What follows belongs to an exercise in optimizing a design on an open flow for small area and a short achievable clock period; a production flow would make more cautious choices.

==> flow/design.v (excerpt) <==
module cpair_add (
    input  wire        clk,
    input  wire        rst,
    input  wire        in_valid,
    input  wire [63:0] in_pair,      
    input  wire [31:0] in_x,
    output reg         out_valid,
    output reg  [63:0] out_pair,
    output reg  [31:0] out_value
);
Size: ~6800 cells after synthesis, about 1100 flip-flops, about 200 I/O pins, roughly 60000 um2 of cells after synthesis.
==> module fp32_add, before the edit <==
module fp32_add #(
    parameter       CW  = 1,
    parameter [4:0] CUT = 5'b00000
) (
    input  wire          clk,
    input  wire [31:0]   a,
    input  wire [31:0]   b,
    input  wire [CW-1:0] ci,
    output wire [31:0]   sum,
    output wire [CW-1:0] co,
    output wire [63:0]   abo         
);
    wire        a_big = (a[30:0] >= b[30:0]);
    wire [31:0] big   = a_big ? a : b;
    wire [31:0] sml   = a_big ? b : a;
    wire        bz    = (big[30:23] == 8'd0);
    wire        sz    = (sml[30:23] == 8'd0);
    wire [7:0]  eb    = {big[30:24], big[23] | bz};
    wire [7:0]  es    = {sml[30:24], sml[23] | sz};
    wire [7:0]  ea0   = {a[30:24], a[23] | (a[30:23] == 8'd0)};
    wire [7:0]  eb0   = {b[30:24], b[23] | (b[30:23] == 8'd0)};
    wire [7:0]  dab   = ea0 - eb0;
    wire [7:0]  dba   = eb0 - ea0;
    wire [7:0]  d     = a_big ? dab : dba;
    wire        dbig  = a_big ? (dab >= 8'd27) : (dba >= 8'd27);
    wire a_nan = (a[30:23] == 8'hFF) && (a[22:0] != 23'd0);
    wire b_nan = (b[30:23] == 8'hFF) && (b[22:0] != 23'd0);
    wire a_inf = (a[30:23] == 8'hFF) && (a[22:0] == 23'd0);
    wire b_inf = (b[30:23] == 8'hFF) && (b[22:0] == 23'd0);
    wire nan   = a_nan || b_nan || (a_inf && b_inf && (a[31] != b[31]));
    wire inf   = (big[30:23] == 8'hFF);
    wire zs    = a[31] & b[31];
    wire [CW+75:0] b1d = {ci, a_big, sml[30:23], big[31], eb, ~bz, big[22:0], ~sz, sml[22:0],
                          big[31] ^ sml[31], dbig, d[4:0], nan, inf, zs};
    wire [CW+75:0] b1q;
    cp_pipe #(.W(CW+76), .R(CUT[0])) p1 (.clk(clk), .d(b1d), .q(b1q));
    wire [CW-1:0] c2;
    wire        s2, sub2, dbig2, nan2, inf2, zs2;
    wire [7:0]  eb2;
    wire [23:0] mb2, ms2;
    wire [4:0]  d2;
    wire        ab2;
    wire [7:0]  es2;
    assign {c2, ab2, es2, s2, eb2, mb2, ms2, sub2, dbig2, d2, nan2, inf2, zs2} = b1q;
    wire [32:0] so2   = {ab2, s2 ^ sub2, es2, ms2[22:0]};
    wire [26:0] sh    = {ms2, 3'd0} >> d2;
    reg  [23:0] lost;
    integer k;
    always @* for (k = 0; k < 24; k = k + 1) lost[k] = (k + 3 < d2);
    wire        stk   = |(ms2 & lost);
    wire [26:0] al    = dbig2 ? {26'd0, |ms2} : {sh[26:1], sh[0] | stk};
    wire [CW+96:0] b2d = {c2, so2, s2, eb2, mb2, al, sub2, nan2, inf2, zs2};
    wire [CW+96:0] b2q;
    cp_pipe #(.W(CW+97), .R(CUT[1])) p2 (.clk(clk), .d(b2d), .q(b2q));
    wire [CW-1:0] c3;
    wire        s3, sub3, nan3, inf3, zs3;
    wire [7:0]  eb3;
    wire [23:0] mb3;
    wire [26:0] al3;
    wire [32:0] so3;
    assign {c3, so3, s3, eb3, mb3, al3, sub3, nan3, inf3, zs3} = b2q;
    wire [31:0] big3  = {s3, mb3[23] ? eb3 : 8'd0, mb3[22:0]};
    wire [63:0] ab3   = so3[32] ? {so3[31:0], big3} : {big3, so3[31:0]};
    wire [27:0] S     = sub3 ? ({1'b0, mb3, 3'd0} - {1'b0, al3}) : ({1'b0, mb3, 3'd0} + {1'b0, al3});
    wire [CW+103:0] b3d = {c3, ab3, s3, eb3, S, nan3, inf3, zs3};
    wire [CW+103:0] b3q;
    cp_pipe #(.W(CW+104), .R(CUT[2])) p3 (.clk(clk), .d(b3d), .q(b3q));
    wire [CW-1:0] c4;
    wire        s4, nan4, inf4, zs4;
    wire [7:0]  eb4;
    wire [27:0] S4;
    wire [63:0] ab4;
    assign {c4, ab4, s4, eb4, S4, nan4, inf4, zs4} = b3q;
    wire [31:0] mark  = (eb4 < 8'd28) ? (32'h8000_0000 >> eb4) : 32'd0;
    wire [4:0]  L;
    cp_lzc #(.W(28), .LW(5)) u_lz (.x(S4 | mark[31:4]), .n(L));
    wire [CW+109:0] b4d = {c4, ab4, s4, eb4, S4, L, nan4, inf4, zs4, S4 == 28'd0};
    wire [CW+109:0] b4q;
    cp_pipe #(.W(CW+110), .R(CUT[3])) p4 (.clk(clk), .d(b4d), .q(b4q));
    wire [CW-1:0] c5;
    wire        s5, nan5, inf5, zsx5, z5;
    wire [7:0]  eb5;
    wire [27:0] S5;
    wire [4:0]  L5;
    wire [63:0] ab5;
    assign {c5, ab5, s5, eb5, S5, L5, nan5, inf5, zsx5, z5} = b4q;
    wire [27:0] N     = S5 << L5;
    wire [7:0]  eL    = eb5 - {3'd0, L5};
    wire [CW+104:0] b5d = {c5, ab5, s5, eL, N, nan5, inf5, zsx5, z5};
    wire [CW+104:0] b5q;
    cp_pipe #(.W(CW+105), .R(CUT[4])) p5 (.clk(clk), .d(b5d), .q(b5q));
    wire [CW-1:0] c6;
    wire        s6, nan6, inf6, zsx6, z6;
    wire [7:0]  eL6;
    wire [27:0] N6;
    wire [63:0] ab6;
    assign {c6, ab6, s6, eL6, N6, nan6, inf6, zsx6, z6} = b5q;
    wire        up    = N6[3] & ((|N6[2:0]) | N6[4]);
    wire [31:0] r     = {1'b0, eL6, 23'd0} + {8'd0, N6[27:4]} + {31'd0, up};
    assign sum = nan6 ? 32'h7FC0_0000 :
                 inf6 ? {s6, 8'hFF, 23'd0} :
                 z6 ? {zsx6, 31'd0} :
                 (r[31] || r[30:23] == 8'hFF) ? {s6, 8'hFF, 23'd0} :
                 {s6, r[30:0]};
    assign co  = c6;
    assign abo = ab6;
endmodule
clock: 22.0 ns
lec_check: 0
cap_margin: 20
core_margin: 2
core_utilization: 70
cts_cluster_diameter: 80
cts_cluster_size: 30
slew_margin: 20
standard.sh (not shown) runs the stock make flow with config.mk's settings and CLKGATE_MAP_FILE= SYNTH_SCRIPT=/design/flow/synth_recipe.tcl, a recipe that flattens the netlist after the stock synthesis.
==> flow/flow/run.sh <==
#!/bin/bash
set -euo pipefail
cd "$(dirname "$0")/.."
TARGET_NS=5.5
MARGIN=$(python3 -c "print(round(${FLOW_PERIOD_NS:-22.0} - ${TARGET_NS}, 3))")
bash standard.sh "SETUP_SLACK_MARGIN=${MARGIN}" \
    "BUFFER_PORTS_ARGS=-buffer_cell sky130_fd_sc_hd__buf_4" finish > make.log 2>&1
Rerun with:
--- a/flow/design.v
+++ b/flow/design.v
@@ -65,25 +65,20 @@
     wire [31:0] sml   = a_big ? b : a;
     wire        bz    = (big[30:23] == 8'd0);
     wire        sz    = (sml[30:23] == 8'd0);
     wire [7:0]  eb    = {big[30:24], big[23] | bz};
     wire [7:0]  es    = {sml[30:24], sml[23] | sz};
-    wire [7:0]  ea0   = {a[30:24], a[23] | (a[30:23] == 8'd0)};
-    wire [7:0]  eb0   = {b[30:24], b[23] | (b[30:23] == 8'd0)};
-    wire [7:0]  dab   = ea0 - eb0;
-    wire [7:0]  dba   = eb0 - ea0;
-    wire [7:0]  d     = a_big ? dab : dba;
-    wire        dbig  = a_big ? (dab >= 8'd27) : (dba >= 8'd27);
+    wire [7:0]  d     = eb - es;
     wire a_nan = (a[30:23] == 8'hFF) && (a[22:0] != 23'd0);
     wire b_nan = (b[30:23] == 8'hFF) && (b[22:0] != 23'd0);
     wire a_inf = (a[30:23] == 8'hFF) && (a[22:0] == 23'd0);
     wire b_inf = (b[30:23] == 8'hFF) && (b[22:0] == 23'd0);
     wire nan   = a_nan || b_nan || (a_inf && b_inf && (a[31] != b[31]));
     wire inf   = (big[30:23] == 8'hFF);
     wire zs    = a[31] & b[31];
     wire [CW+75:0] b1d = {ci, a_big, sml[30:23], big[31], eb, ~bz, big[22:0], ~sz, sml[22:0],
-                          big[31] ^ sml[31], dbig, d[4:0], nan, inf, zs};
+                          big[31] ^ sml[31], (d >= 8'd27), d[4:0], nan, inf, zs};
     wire [CW+75:0] b1q;
     cp_pipe #(.W(CW+76), .R(CUT[0])) p1 (.clk(clk), .d(b1d), .q(b1q));
     wire [CW-1:0] c2;
     wire        s2, sub2, dbig2, nan2, inf2, zs2;
     wire [7:0]  eb2;
Outcome: The new run produced a clean layout; wire length went down by a little under a tenth; via count went down by a few percent; setup slack loses 0.054 ns; non-clock buffer count went up by 80; maximum frequency went down slightly; clock skew went up by 0.0044 ns; count of clock-buffer cells in the layout stays the same; cell count went down by a few percent; design area barely changes.
Function was not checked in any run of this note: the RTL went through the layout flow alone.

========
Another version of the RTL of cpair_add (not shown whole).
Size: about 6500 cells after synthesis, roughly 1100 flip-flops, roughly 200 I/O pins, roughly 0.058 mm² of cells after synthesis.
==> module fp32_add, before the edit <==
module fp32_add #(
    parameter       CW  = 1,
    parameter [4:0] CUT = 5'b00000
) (
    input  wire          clk,
    input  wire [31:0]   a,
    input  wire [31:0]   b,
    input  wire [CW-1:0] ci,
    output wire [31:0]   sum,
    output wire [CW-1:0] co,
    output wire [63:0]   abo         
);
    wire        a_big = (a[30:0] >= b[30:0]);
    wire [31:0] big   = a_big ? a : b;
    wire [31:0] sml   = a_big ? b : a;
    wire        bz    = (big[30:23] == 8'd0);
    wire        sz    = (sml[30:23] == 8'd0);
    wire [7:0]  eb    = {big[30:24], big[23] | bz};
    wire [7:0]  es    = {sml[30:24], sml[23] | sz};
    wire [7:0]  ea0   = {a[30:24], a[23] | (a[30:23] == 8'd0)};
    wire [7:0]  eb0   = {b[30:24], b[23] | (b[30:23] == 8'd0)};
    wire [7:0]  dab   = ea0 - eb0;
    wire [7:0]  dba   = eb0 - ea0;
    wire [7:0]  d     = a_big ? dab : dba;
    wire        dbig  = a_big ? (dab >= 8'd27) : (dba >= 8'd27);
    wire a_nan = (a[30:23] == 8'hFF) && (a[22:0] != 23'd0);
    wire b_nan = (b[30:23] == 8'hFF) && (b[22:0] != 23'd0);
    wire a_inf = (a[30:23] == 8'hFF) && (a[22:0] == 23'd0);
    wire b_inf = (b[30:23] == 8'hFF) && (b[22:0] == 23'd0);
    wire nan   = a_nan || b_nan || (a_inf && b_inf && (a[31] != b[31]));
    wire inf   = (big[30:23] == 8'hFF);
    wire zs    = a[31] & b[31];
    wire [CW+75:0] b1d = {ci, a_big, sml[30:23], big[31], eb, ~bz, big[22:0], ~sz, sml[22:0],
                          big[31] ^ sml[31], dbig, d[4:0], nan, inf, zs};
    wire [CW+75:0] b1q;
    cp_pipe #(.W(CW+76), .R(CUT[0])) p1 (.clk(clk), .d(b1d), .q(b1q));
    wire [CW-1:0] c2;
    wire        s2, sub2, dbig2, nan2, inf2, zs2;
    wire [7:0]  eb2;
    wire [23:0] mb2, ms2;
    wire [4:0]  d2;
    wire        ab2;
    wire [7:0]  es2;
    assign {c2, ab2, es2, s2, eb2, mb2, ms2, sub2, dbig2, d2, nan2, inf2, zs2} = b1q;
    wire [32:0] so2   = {ab2, s2 ^ sub2, es2, ms2[22:0]};
    wire [26:0] sh    = {ms2, 3'd0} >> d2;
    reg  [23:0] lost;
    integer k;
    always @* for (k = 0; k < 24; k = k + 1) lost[k] = (k + 3 < d2);
    wire        stk   = |(ms2 & lost);
    wire [26:0] al    = dbig2 ? {26'd0, |ms2} : {sh[26:1], sh[0] | stk};
    wire [CW+96:0] b2d = {c2, so2, s2, eb2, mb2, al, sub2, nan2, inf2, zs2};
    wire [CW+96:0] b2q;
    cp_pipe #(.W(CW+97), .R(CUT[1])) p2 (.clk(clk), .d(b2d), .q(b2q));
    wire [CW-1:0] c3;
    wire        s3, sub3, nan3, inf3, zs3;
    wire [7:0]  eb3;
    wire [23:0] mb3;
    wire [26:0] al3;
    wire [32:0] so3;
    assign {c3, so3, s3, eb3, mb3, al3, sub3, nan3, inf3, zs3} = b2q;
    wire [31:0] big3  = {s3, mb3[23] ? eb3 : 8'd0, mb3[22:0]};
    wire [63:0] ab3   = so3[32] ? {so3[31:0], big3} : {big3, so3[31:0]};
    wire [27:0] S     = {1'b0, mb3, 3'd0} + ({1'b0, al3} ^ {28{sub3}}) + {27'd0, sub3};
    wire [CW+103:0] b3d = {c3, ab3, s3, eb3, S, nan3, inf3, zs3};
    wire [CW+103:0] b3q;
    cp_pipe #(.W(CW+104), .R(CUT[2])) p3 (.clk(clk), .d(b3d), .q(b3q));
    wire [CW-1:0] c4;
    wire        s4, nan4, inf4, zs4;
    wire [7:0]  eb4;
    wire [27:0] S4;
    wire [63:0] ab4;
    assign {c4, ab4, s4, eb4, S4, nan4, inf4, zs4} = b3q;
    wire [31:0] mark  = (eb4 < 8'd28) ? (32'h8000_0000 >> eb4) : 32'd0;
    wire [4:0]  L;
    cp_lzc #(.W(28), .LW(5)) u_lz (.x(S4 | mark[31:4]), .n(L));
    wire [CW+109:0] b4d = {c4, ab4, s4, eb4, S4, L, nan4, inf4, zs4, S4 == 28'd0};
    wire [CW+109:0] b4q;
    cp_pipe #(.W(CW+110), .R(CUT[3])) p4 (.clk(clk), .d(b4d), .q(b4q));
    wire [CW-1:0] c5;
    wire        s5, nan5, inf5, zsx5, z5;
    wire [7:0]  eb5;
    wire [27:0] S5;
    wire [4:0]  L5;
    wire [63:0] ab5;
    assign {c5, ab5, s5, eb5, S5, L5, nan5, inf5, zsx5, z5} = b4q;
    wire [27:0] N     = S5 << L5;
    wire [7:0]  eL    = eb5 - {3'd0, L5};
    wire [CW+104:0] b5d = {c5, ab5, s5, eL, N, nan5, inf5, zsx5, z5};
    wire [CW+104:0] b5q;
    cp_pipe #(.W(CW+105), .R(CUT[4])) p5 (.clk(clk), .d(b5d), .q(b5q));
    wire [CW-1:0] c6;
    wire        s6, nan6, inf6, zsx6, z6;
    wire [7:0]  eL6;
    wire [27:0] N6;
    wire [63:0] ab6;
    assign {c6, ab6, s6, eL6, N6, nan6, inf6, zsx6, z6} = b5q;
    wire        up    = N6[3] & ((|N6[2:0]) | N6[4]);
    wire [31:0] r     = {1'b0, eL6, 23'd0} + {8'd0, N6[27:4]} + {31'd0, up};
    assign sum = nan6 ? 32'h7FC0_0000 :
                 inf6 ? {s6, 8'hFF, 23'd0} :
                 z6 ? {zsx6, 31'd0} :
                 (r[31] || r[30:23] == 8'hFF) ? {s6, 8'hFF, 23'd0} :
                 {s6, r[30:0]};
    assign co  = c6;
    assign abo = ab6;
endmodule
export LEC_CHECK = 0
export CAP_MARGIN = 20
export CORE_MARGIN = 2
export CORE_UTILIZATION = 70
export CTS_CLUSTER_DIAMETER = 80
export CTS_CLUSTER_SIZE = 30
export SLEW_MARGIN = 20
export TNS_END_PERCENT = 5
create_clock -name core_clock -period 22.0 [get_ports {clk}]
Scripts as last shown in full above: flow/flow/run.sh
The baseline ran to the end with no violations.
Change:
--- a/flow/design.v
+++ b/flow/design.v
@@ -45,12 +45,62 @@
             assign q = r;
         end else begin : g_wire
             assign q = d;
         end
     endgenerate
 endmodule
+module cp_bkadd #(
+    parameter W  = 28,
+    parameter LW = 5
+) (
+    input  wire [W-1:0] a,
+    input  wire [W-1:0] b,
+    input  wire         ci,
+    output wire [W-1:0] s
+);
+    localparam P = 1 << LW;
+    wire [P-1:0] ap = {{(P-W){1'b0}}, a};
+    wire [P-1:0] bp = {{(P-W){1'b0}}, b};
+    wire [P-1:0] hp = ap ^ bp;
+    genvar l, i;
+    generate
+        for (l = 0; l <= 2 * LW - 1; l = l + 1) begin : lv
+            wire [P-1:0] g, p;
+        end
+        assign lv[0].g[0] = (ap[0] & bp[0]) | (hp[0] & ci);
+        assign lv[0].p[0] = 1'b0;
+        for (i = 1; i < P; i = i + 1) begin : l0
+            assign lv[0].g[i] = ap[i] & bp[i];
+            assign lv[0].p[i] = hp[i];
+        end
+        for (l = 1; l <= LW; l = l + 1) begin : up
+            for (i = 0; i < P; i = i + 1) begin : nd
+                if ((i % (1 << l)) == (1 << l) - 1) begin : c
+                    assign lv[l].g[i] = lv[l-1].g[i] | (lv[l-1].p[i] & lv[l-1].g[i - (1 << (l-1))]);
+                    assign lv[l].p[i] = lv[l-1].p[i] & lv[l-1].p[i - (1 << (l-1))];
+                end else begin : w
+                    assign lv[l].g[i] = lv[l-1].g[i];
+                    assign lv[l].p[i] = lv[l-1].p[i];
+                end
+            end
+        end
+        for (l = LW + 1; l <= 2 * LW - 1; l = l + 1) begin : dn
+            for (i = 0; i < P; i = i + 1) begin : nd
+                if (((i + 1) % (1 << (2*LW-l))) == (1 << (2*LW-1-l)) && (i + 1) > (1 << (2*LW-l))) begin : c
+                    assign lv[l].g[i] = lv[l-1].g[i] | (lv[l-1].p[i] & lv[l-1].g[i - (1 << (2*LW-1-l))]);
+                    assign lv[l].p[i] = lv[l-1].p[i] & lv[l-1].p[i - (1 << (2*LW-1-l))];
+                end else begin : w
+                    assign lv[l].g[i] = lv[l-1].g[i];
+                    assign lv[l].p[i] = lv[l-1].p[i];
+                end
+            end
+        end
+    endgenerate
+    wire [P-1:0] cin = {lv[2*LW-1].g[P-2:0], ci};
+    assign s = hp[W-1:0] ^ cin[W-1:0];
+endmodule
 module fp32_add #(
     parameter       CW  = 1,
     parameter [4:0] CUT = 5'b00000
 ) (
     input  wire          clk,
     input  wire [31:0]   a,
@@ -108,13 +158,14 @@
     wire [23:0] mb3;
     wire [26:0] al3;
     wire [32:0] so3;
     assign {c3, so3, s3, eb3, mb3, al3, sub3, nan3, inf3, zs3} = b2q;
     wire [31:0] big3  = {s3, mb3[23] ? eb3 : 8'd0, mb3[22:0]};
     wire [63:0] ab3   = so3[32] ? {so3[31:0], big3} : {big3, so3[31:0]};
-    wire [27:0] S     = {1'b0, mb3, 3'd0} + ({1'b0, al3} ^ {28{sub3}}) + {27'd0, sub3};
+    wire [27:0] S;
+    cp_bkadd #(.W(28), .LW(5)) u_add (.a({1'b0, mb3, 3'd0}), .b({1'b0, al3} ^ {28{sub3}}), .ci(sub3), .s(S));
     wire [CW+103:0] b3d = {c3, ab3, s3, eb3, S, nan3, inf3, zs3};
     wire [CW+103:0] b3q;
     cp_pipe #(.W(CW+104), .R(CUT[2])) p3 (.clk(clk), .d(b3d), .q(b3q));
     wire [CW-1:0] c4;
     wire        s4, nan4, inf4, zs4;
     wire [7:0]  eb4;
Clock skew goes up by 9.9 ps.
Final area shrinks by 0.34%.
Worst setup slack degrades by 47 ps.
Sequential cell count does not change.
Cell count is about the same.
Clock-buffer cell count climbs by 3.
Maximum frequency shrinks by 0.84%.
Routed wire length climbs by 3.6%.
No functional check of the RTL was part of any run of this note.

separate check: timing with driven ports:
The results above use ideal ports. As a check the final layouts listed here were re-extracted and re-timed, cells and wires unchanged. Step 1 assumes that a clkbuf_16 drives the clock port and a buf_2 every other input. Step 2 times the ports against the registers' clock, not the clock port: input delays grow and output delays shrink by t, the midpoint of the rising clock arrivals with the driver on. Three values: no drivers, after step 1, after step 2; two values: the first two.
| run | t (ns) | setup slack, ns | pins driven straight from the clock port |
|---|---|---|---|
| the first run of note 1 | 0.732 | 16.449 / 16.376 / 15.970 | 1 |
| the second run of note 1 | 0.717 | 16.395 / 16.370 / 15.886 | 1 |
| the first run of note 2 | 0.737 | 16.431 / 16.359 / 15.976 | 1 |
| the second run of note 2 | 0.725 | 16.383 / 16.378 / 15.995 | 1 |
After both steps every run listed still meets setup and hold. For the second run of note 1, which loses most, drivers alone change the setup slack by -0.025 ns; drivers and shift together by -0.509 ns.
